Source: an optimization exercise on an open RTL-to-GDS flow (aim: small area and few clock cycles per item). Production flows keep margins and buffers that such runs may drop.
Power and IR drop assume default switching activity.

==> v27: inputs <==
==> flow/design.v (excerpt) <==
module rs_pair_enc (
    input  wire       clk,
    input  wire       rst,
    input  wire       in_valid,
    output wire       in_ready,
    input  wire [9:0] in_sym,
    output wire       out_valid,
    input  wire       out_ready,
    output wire [9:0] out_sym,
    output wire       out_last
);
==> flow/config.mk <==
export PLATFORM = sky130hd
export DESIGN_NAME = rs_pair_enc
export DESIGN_NICKNAME = rs_pair_enc
export VERILOG_FILES = /design/flow/design.v
export SDC_FILE = /design/flow/constraint.sdc
export NUM_CORES = 4
export LEC_CHECK = 0
export CAP_MARGIN = 0
export CORE_MARGIN = 2
export CORE_UTILIZATION = 70
export GPL_TIMING_DRIVEN = 0
export SLEW_MARGIN = 0
export SYNTH_HIERARCHICAL = 1
export SYNTH_MINIMUM_KEEP_SIZE = 0
==> flow/constraint.sdc <==
create_clock -name core_clock -period 5.0 [get_ports {clk}]
set_input_delay 1.0000 -clock core_clock [delete_from_list [all_inputs] [get_ports {clk}]]
set_output_delay 1.0000 -clock core_clock [all_outputs]
set_load 0.01 [all_outputs]
standard.sh (not shown) runs the stock make flow with config.mk's settings and CLKGATE_MAP_FILE= SYNTH_SCRIPT=/design/flow/synth_recipe.tcl, a recipe that flattens the netlist after the stock synthesis.
==> flow/flow/run.sh <==
#!/bin/bash
# Own flow: the standard layout (standard.sh), with
# - the ports buffered with the smallest buffer,
# - the clock tree built without dummy loads, from clkbuf_8 leaf clusters.
set -euo pipefail
export BUFFER_PORTS_ARGS="-buffer_cell sky130_fd_sc_hd__buf_1"
export CTS_ARGS="-sink_clustering_enable -repair_clock_nets -dont_use_dummy_load -buf_list {sky130_fd_sc_hd__clkbuf_8} -sink_clustering_size 20 -sink_clustering_max_diameter 50"
bash standard.sh > flow_make.log 2>&1
==> v8 (differences from v27) <==
CAP_MARGIN = 20   (was 0)
GPL_TIMING_DRIVEN = not set   (was 0)
SLEW_MARGIN = 20   (was 0)
==> v25 (differences from v27) <==
==> flow/flow/run.sh (replaced) <==
#!/bin/bash
# Own flow: the standard layout (standard.sh), with the clock tree built
# without dummy loads, from one small clock buffer type and larger sink clusters.
set -euo pipefail
export CTS_ARGS="-sink_clustering_enable -repair_clock_nets -dont_use_dummy_load -buf_list {sky130_fd_sc_hd__clkbuf_8} -sink_clustering_size 20 -sink_clustering_max_diameter 50"
bash standard.sh > flow_make.log 2>&1
CAP_MARGIN = 20   (was 0)
CORE_UTILIZATION = 60   (was 70)
GPL_TIMING_DRIVEN = not set   (was 0)
SLEW_MARGIN = 20   (was 0)
==> flow_summary.ini <==
[outcome]
status = finished clean

[power_and_ir_drop]
power_density_mw_per_mm2 = 357

[route]
dr_wl_met3_um = 1380
drt-pass1-iter-count = 4

[floorplanning]
nWellTaps = 275
rows = 53
core_mm2 = 0.0208

[grt]
met3_usage_pct = 4.74

[critical_path]
critical_path_arrival_ns = 4.87

[cells_and_area]
final_cell_area_mm2 = 0.0161
multi_input_area_share_pct = 29.4
fillCellCount = 1362

[placement]
post-place-ws_ns = 0.536
dp.cells = 1433

[worst_hold_path]
min-delay-start = r[65]$_DFF_P_
-- figures above: v8

==> flow_summary.ini <==
[outcome]
status = finished clean

[route]
dr_wl_met3_um = 1430
drt-pass1-iter-count = 4

[grt]
met3_usage_pct = 4.07

[floorplanning]
rows = 53
core_mm2 = 0.0208
nWellTaps = 275

[power_and_ir_drop]
power_density_mw_per_mm2 = 355

[placement]
dp.cells = 1390
post-place-ws_ns = -1.64

[critical_path]
critical_path_arrival_ns = 5.24

[cells_and_area]
fillCellCount = 1301
final_cell_area_mm2 = 0.0163
-- figures above: v27

==> flow_summary.ini <==
[route]
dr_wl_met3_um = 1260
drt-pass1-iter-count = 5

[cells_and_area]
fillCellCount = 1763
top_register = r
final_cell_area_mm2 = 0.0164

[floorplanning]
nWellTaps = 324
rows = 57

[placement]
portBuffers = 26
post-place-ws_ns = 0.525

[outcome]
status = finished clean

[power_and_ir_drop]
power_density_mw_per_mm2 = 353

[grt]
met3_usage_pct = 3.98

[worst_hold_path]
min_to = r[117]$_DFF_P_
min-delay-start = r[107]$_DFF_P_

[critical_path]
critical_path_arrival_ns = 4.59
-- figures above: v25

No functional check of the RTL was part of any run of this note.

---

==> exp/zinc: inputs <==
rs_pair_enc, a different RTL version from the one above (not shown whole).
Settings: LEC_CHECK=0, CAP_MARGIN=20, CORE_MARGIN=2, CORE_UTILIZATION=60, CTS_BUF_LIST=sky130_fd_sc_hd__clkbuf_2 sky130_fd_sc_hd__clkbuf_4, SLEW_MARGIN=20, SYNTH_HIERARCHICAL=1, SYNTH_MINIMUM_KEEP_SIZE=0; clock period 5.0 ns.
run.sh (not shown) runs the stock make flow with config.mk's settings and CLKGATE_MAP_FILE= SYNTH_SCRIPT=/design/flow/synth_recipe.tcl, a recipe that flattens the netlist after the stock synthesis.
Stock flow here: none of the scripts above is used.
==> exp/lagoon: changes against exp/zinc <==
--- a/flow/design.v
+++ b/flow/design.v
@@ -8,22 +8,23 @@
     input  wire       out_ready,
     output wire [9:0] out_sym,
     output wire       out_last
 );
     localparam NMSG = 1040;               
     localparam NSYM = 1088;               
     localparam SEG  = 24;                 
     reg  [10:0]  cnt;                     
-    reg  [5:0]   rot;                     
+    reg  [4:0]   rot;                     
     reg          clr;                     
     reg  [479:0] r;                       
-    wire in_msg = (cnt < NMSG);
-    wire last   = (cnt == NSYM - 1);
-    wire idle   = clr || (rot != 6'd0);
+    wire in_msg  = !(cnt[10] && (cnt[5] || cnt[4]));      
+    wire last    = cnt[10] && (&cnt[5:0]);                
+    wire rot_end = rot[0] && rot[1] && rot[2] && rot[4];                  
+    wire idle    = clr || (rot != 0);
     assign in_ready  = !idle && in_msg && out_ready;
     assign out_valid = !idle && (in_msg ? in_valid : 1'b1);
     wire   xfer      = !rst && out_valid && out_ready;
     wire   rot_m     = !rst && !clr && !xfer;       
     wire   step_msg  = xfer && in_msg;              
     wire [9:0] top = r[479:470];
     wire [9:0] top_std = top;
     assign out_sym  = in_msg ? in_sym : top_std;
@@ -504,23 +505,23 @@
             end
         end
     endgenerate
     always @(posedge clk) begin
         r <= d;
         if (rst) begin
             cnt <= 11'd0;
             clr <= 1'b1;
-            rot <= 6'd1;
+            rot <= 1;
         end else begin
-            if (clr || rot != 6'd0)
-                rot <= (rot == SEG - 1) ? 6'd0 : rot + 6'd1;
+            if (idle)
+                rot <= rot_end ? 0 : rot + 1;
             else if (!xfer)
-                rot <= 6'd1;
-            if (clr && rot == SEG - 1)
+                rot <= 1;
+            if (rot_end)
                 clr <= 1'b0;
             if (xfer)
                 cnt <= last ? 11'd0 : cnt + 11'd1;
         end
     end
 endmodule
 module rs_xor2 #(parameter W = 1) (
     input  wire [W-1:0] a,
==> flow/flow/run.sh (new file) <==
#!/bin/bash
# Own flow: the standard layout, with the clock tree built without dummy
# loads and from small clock buffers.
set -euo pipefail
export CTS_ARGS="-sink_clustering_enable -repair_clock_nets -dont_use_dummy_load -buf_list {sky130_fd_sc_hd__clkbuf_2 sky130_fd_sc_hd__clkbuf_4 sky130_fd_sc_hd__clkbuf_8}"
bash standard.sh > flow_make.log 2>&1
==> flow/standard.sh (new file) <==
#!/bin/bash
# synth_recipe.tcl (not shown) runs the flow's synth.tcl, then flattens the netlist and writes it again
# the make line also repeats each setting of config.mk as NAME=value (left out here)
make -C /OpenROAD-flow-scripts/flow DESIGN_CONFIG=/design/flow/config.mk WORK_HOME=/design/flow/orfs CLKGATE_MAP_FILE= SYNTH_SCRIPT=/design/flow/synth_recipe.tcl "${@:-finish}"
==> flow/config.mk (replaced) <==
export PLATFORM = sky130hd
export DESIGN_NAME = rs_pair_enc
export DESIGN_NICKNAME = rs_pair_enc
export VERILOG_FILES = /design/flow/design.v
export SDC_FILE = /design/flow/constraint.sdc
export NUM_CORES = 4
export LEC_CHECK = 0
export CAP_MARGIN = 20
export CORE_MARGIN = 2
export CORE_UTILIZATION = 65
export GPL_TIMING_DRIVEN = 0
export SLEW_MARGIN = 20
export SYNTH_HIERARCHICAL = 1
export SYNTH_MINIMUM_KEEP_SIZE = 0
removed: flow/run.sh
==> exp/cedar: changes against exp/zinc <==
--- a/flow/design.v
+++ b/flow/design.v
@@ -8,22 +8,23 @@
     input  wire       out_ready,
     output wire [9:0] out_sym,
     output wire       out_last
 );
     localparam NMSG = 1040;               
     localparam NSYM = 1088;               
     localparam SEG  = 24;                 
     reg  [10:0]  cnt;                     
-    reg  [5:0]   rot;                     
+    reg  [4:0]   rot;                     
     reg          clr;                     
     reg  [479:0] r;                       
-    wire in_msg = (cnt < NMSG);
-    wire last   = (cnt == NSYM - 1);
-    wire idle   = clr || (rot != 6'd0);
+    wire in_msg  = !(cnt[10] && (cnt[5] || cnt[4]));      
+    wire last    = cnt[10] && (&cnt[5:0]);                
+    wire rot_end = rot[0] && rot[1] && rot[2] && rot[4];                  
+    wire idle    = clr || (rot != 0);
     assign in_ready  = !idle && in_msg && out_ready;
     assign out_valid = !idle && (in_msg ? in_valid : 1'b1);
     wire   xfer      = !rst && out_valid && out_ready;
     wire   rot_m     = !rst && !clr && !xfer;       
     wire   step_msg  = xfer && in_msg;              
     wire [9:0] top = r[479:470];
     wire [9:0] top_std = top;
     assign out_sym  = in_msg ? in_sym : top_std;
@@ -504,23 +505,23 @@
             end
         end
     endgenerate
     always @(posedge clk) begin
         r <= d;
         if (rst) begin
             cnt <= 11'd0;
             clr <= 1'b1;
-            rot <= 6'd1;
+            rot <= 1;
         end else begin
-            if (clr || rot != 6'd0)
-                rot <= (rot == SEG - 1) ? 6'd0 : rot + 6'd1;
+            if (idle)
+                rot <= rot_end ? 0 : rot + 1;
             else if (!xfer)
-                rot <= 6'd1;
-            if (clr && rot == SEG - 1)
+                rot <= 1;
+            if (rot_end)
                 clr <= 1'b0;
             if (xfer)
                 cnt <= last ? 11'd0 : cnt + 11'd1;
         end
     end
 endmodule
 module rs_xor2 #(parameter W = 1) (
     input  wire [W-1:0] a,
==> flow/config.mk (replaced) <==
export PLATFORM = sky130hd
export DESIGN_NAME = rs_pair_enc
export DESIGN_NICKNAME = rs_pair_enc
export VERILOG_FILES = /design/flow/design.v
export SDC_FILE = /design/flow/constraint.sdc
export NUM_CORES = 4
export LEC_CHECK = 0
export CAP_MARGIN = 20
export CORE_MARGIN = 2
export CORE_UTILIZATION = 65
export GPL_TIMING_DRIVEN = 0
export SLEW_MARGIN = 20
export SYNTH_HIERARCHICAL = 1
export SYNTH_MINIMUM_KEEP_SIZE = 0
==> exp/amber: changes against exp/zinc <==
==> flow/config.mk (replaced) <==
export PLATFORM = sky130hd
export DESIGN_NAME = rs_pair_enc
export DESIGN_NICKNAME = rs_pair_enc
export VERILOG_FILES = /design/flow/design.v
export SDC_FILE = /design/flow/constraint.sdc
export NUM_CORES = 4
export LEC_CHECK = 0
export CAP_MARGIN = 20
export CORE_MARGIN = 2
export CORE_UTILIZATION = 45
export SLEW_MARGIN = 20
export SYNTH_HIERARCHICAL = 1
export SYNTH_MINIMUM_KEEP_SIZE = 0
==> qor summary <==
	exp/lagoon	exp/zinc	exp/amber	exp/cedar
TritonCTS Buffers	75	115	48	47
Area fraction in compound gates after synthesis	2.45%	2.57%	2.57%	2.45%
Kind of start point of the critical path	input pin	flop	input pin	input pin
Transition at the pin with the smallest max-transition slack	1.02 ns	0.856 ns	1.10 ns	1.05 ns
Post-synthesis instance total	1105	1115	1115	1105
Count of cells along the worst register-to-register path	15	13	12	14
Clock power frac	39.2%	42.5%	46.2%	47.1%
Number of buffers and inverters on the critical path	6	2	2	5
Setup slack of the worst register-to-register path	0.48 ns	1.01 ns	1.17 ns	0.45 ns
Starting utilization of the core area	66.1%	60.6%	45.3%	66.1%
Post-synthesis sequential area ratio	66.5%	66.1%	66.1%	66.5%
Tap cell instance count	285	330	448	285
Endpoint of the worst setup timing path	r[128]	out_sym[4]	r[65]	r[65]
Library cell contributing the largest single delay on the critical path	xor2_1	or4_1	or4b_1	xor2_1
Crit path depth	15	5	11	14
Result of the run	no timing/DRC/antenna violations	no timing/DRC/antenna violations	no timing/DRC/antenna violations	no timing/DRC/antenna violations
Met1 demand-to-capacity share in global routing	36.5%	35.8%	27.3%	37.7%
Total number of clock tree sinks	497	498	498	497
Basic-gate share of the synthesized area counting and, or, nand and nor cells	1.90%	2.43%	2.43%	1.90%
No run of this note included a check of the RTL's function; only the layout flow was run.

## static timing again, ports no longer ideal
The flow's constraints put no driver on any port. The routed layouts listed below were extracted and timed again, unchanged, in two steps. Step 1 sets driving cells, clkbuf_16 on the clock port and buf_2 on the other inputs (assumed; they add their load-dependent delay and slew). Step 2 adds t to the input delays and takes it off the output delays; t is the mean of the earliest and latest rising clock arrival at the registers after step 1. Input paths then give back, and output paths get back, about the clock's delay inside the block. a / b / c = ideal ports / drivers / drivers and shift; a / b = the first two.
run	shift t [ns]	slack for setup (ns)	hold WS [ns]
v27	0.579	0.186 / 0.186 / -0.235	0.307 / 0.307 / 0.307
v8	0.579	0.592 / 0.592 / 0.382	0.293 / 0.293 / 0.293
v25	0.569	0.896 / 0.896 / 0.479	0.289 / 0.289 / 0.289
exp/zinc	0.768	0.829 / 0.785 / 0.104	0.291 / 0.291 / 0.291
exp/lagoon	0.597	0.285 / 0.304 / -0.292	0.293 / 0.293 / 0.293
exp/cedar	0.584	0.231 / 0.254 / -0.330	0.318 / 0.318 / 0.318
exp/amber	0.593	0.819 / 0.848 / 0.256	0.319 / 0.319 / 0.319
Met with ideal ports but missed after step 2: setup timing in v27, exp/lagoon and exp/cedar. For exp/zinc, which loses most, drivers alone change the setup slack by -0.044 ns; drivers and shift together by -0.725 ns.
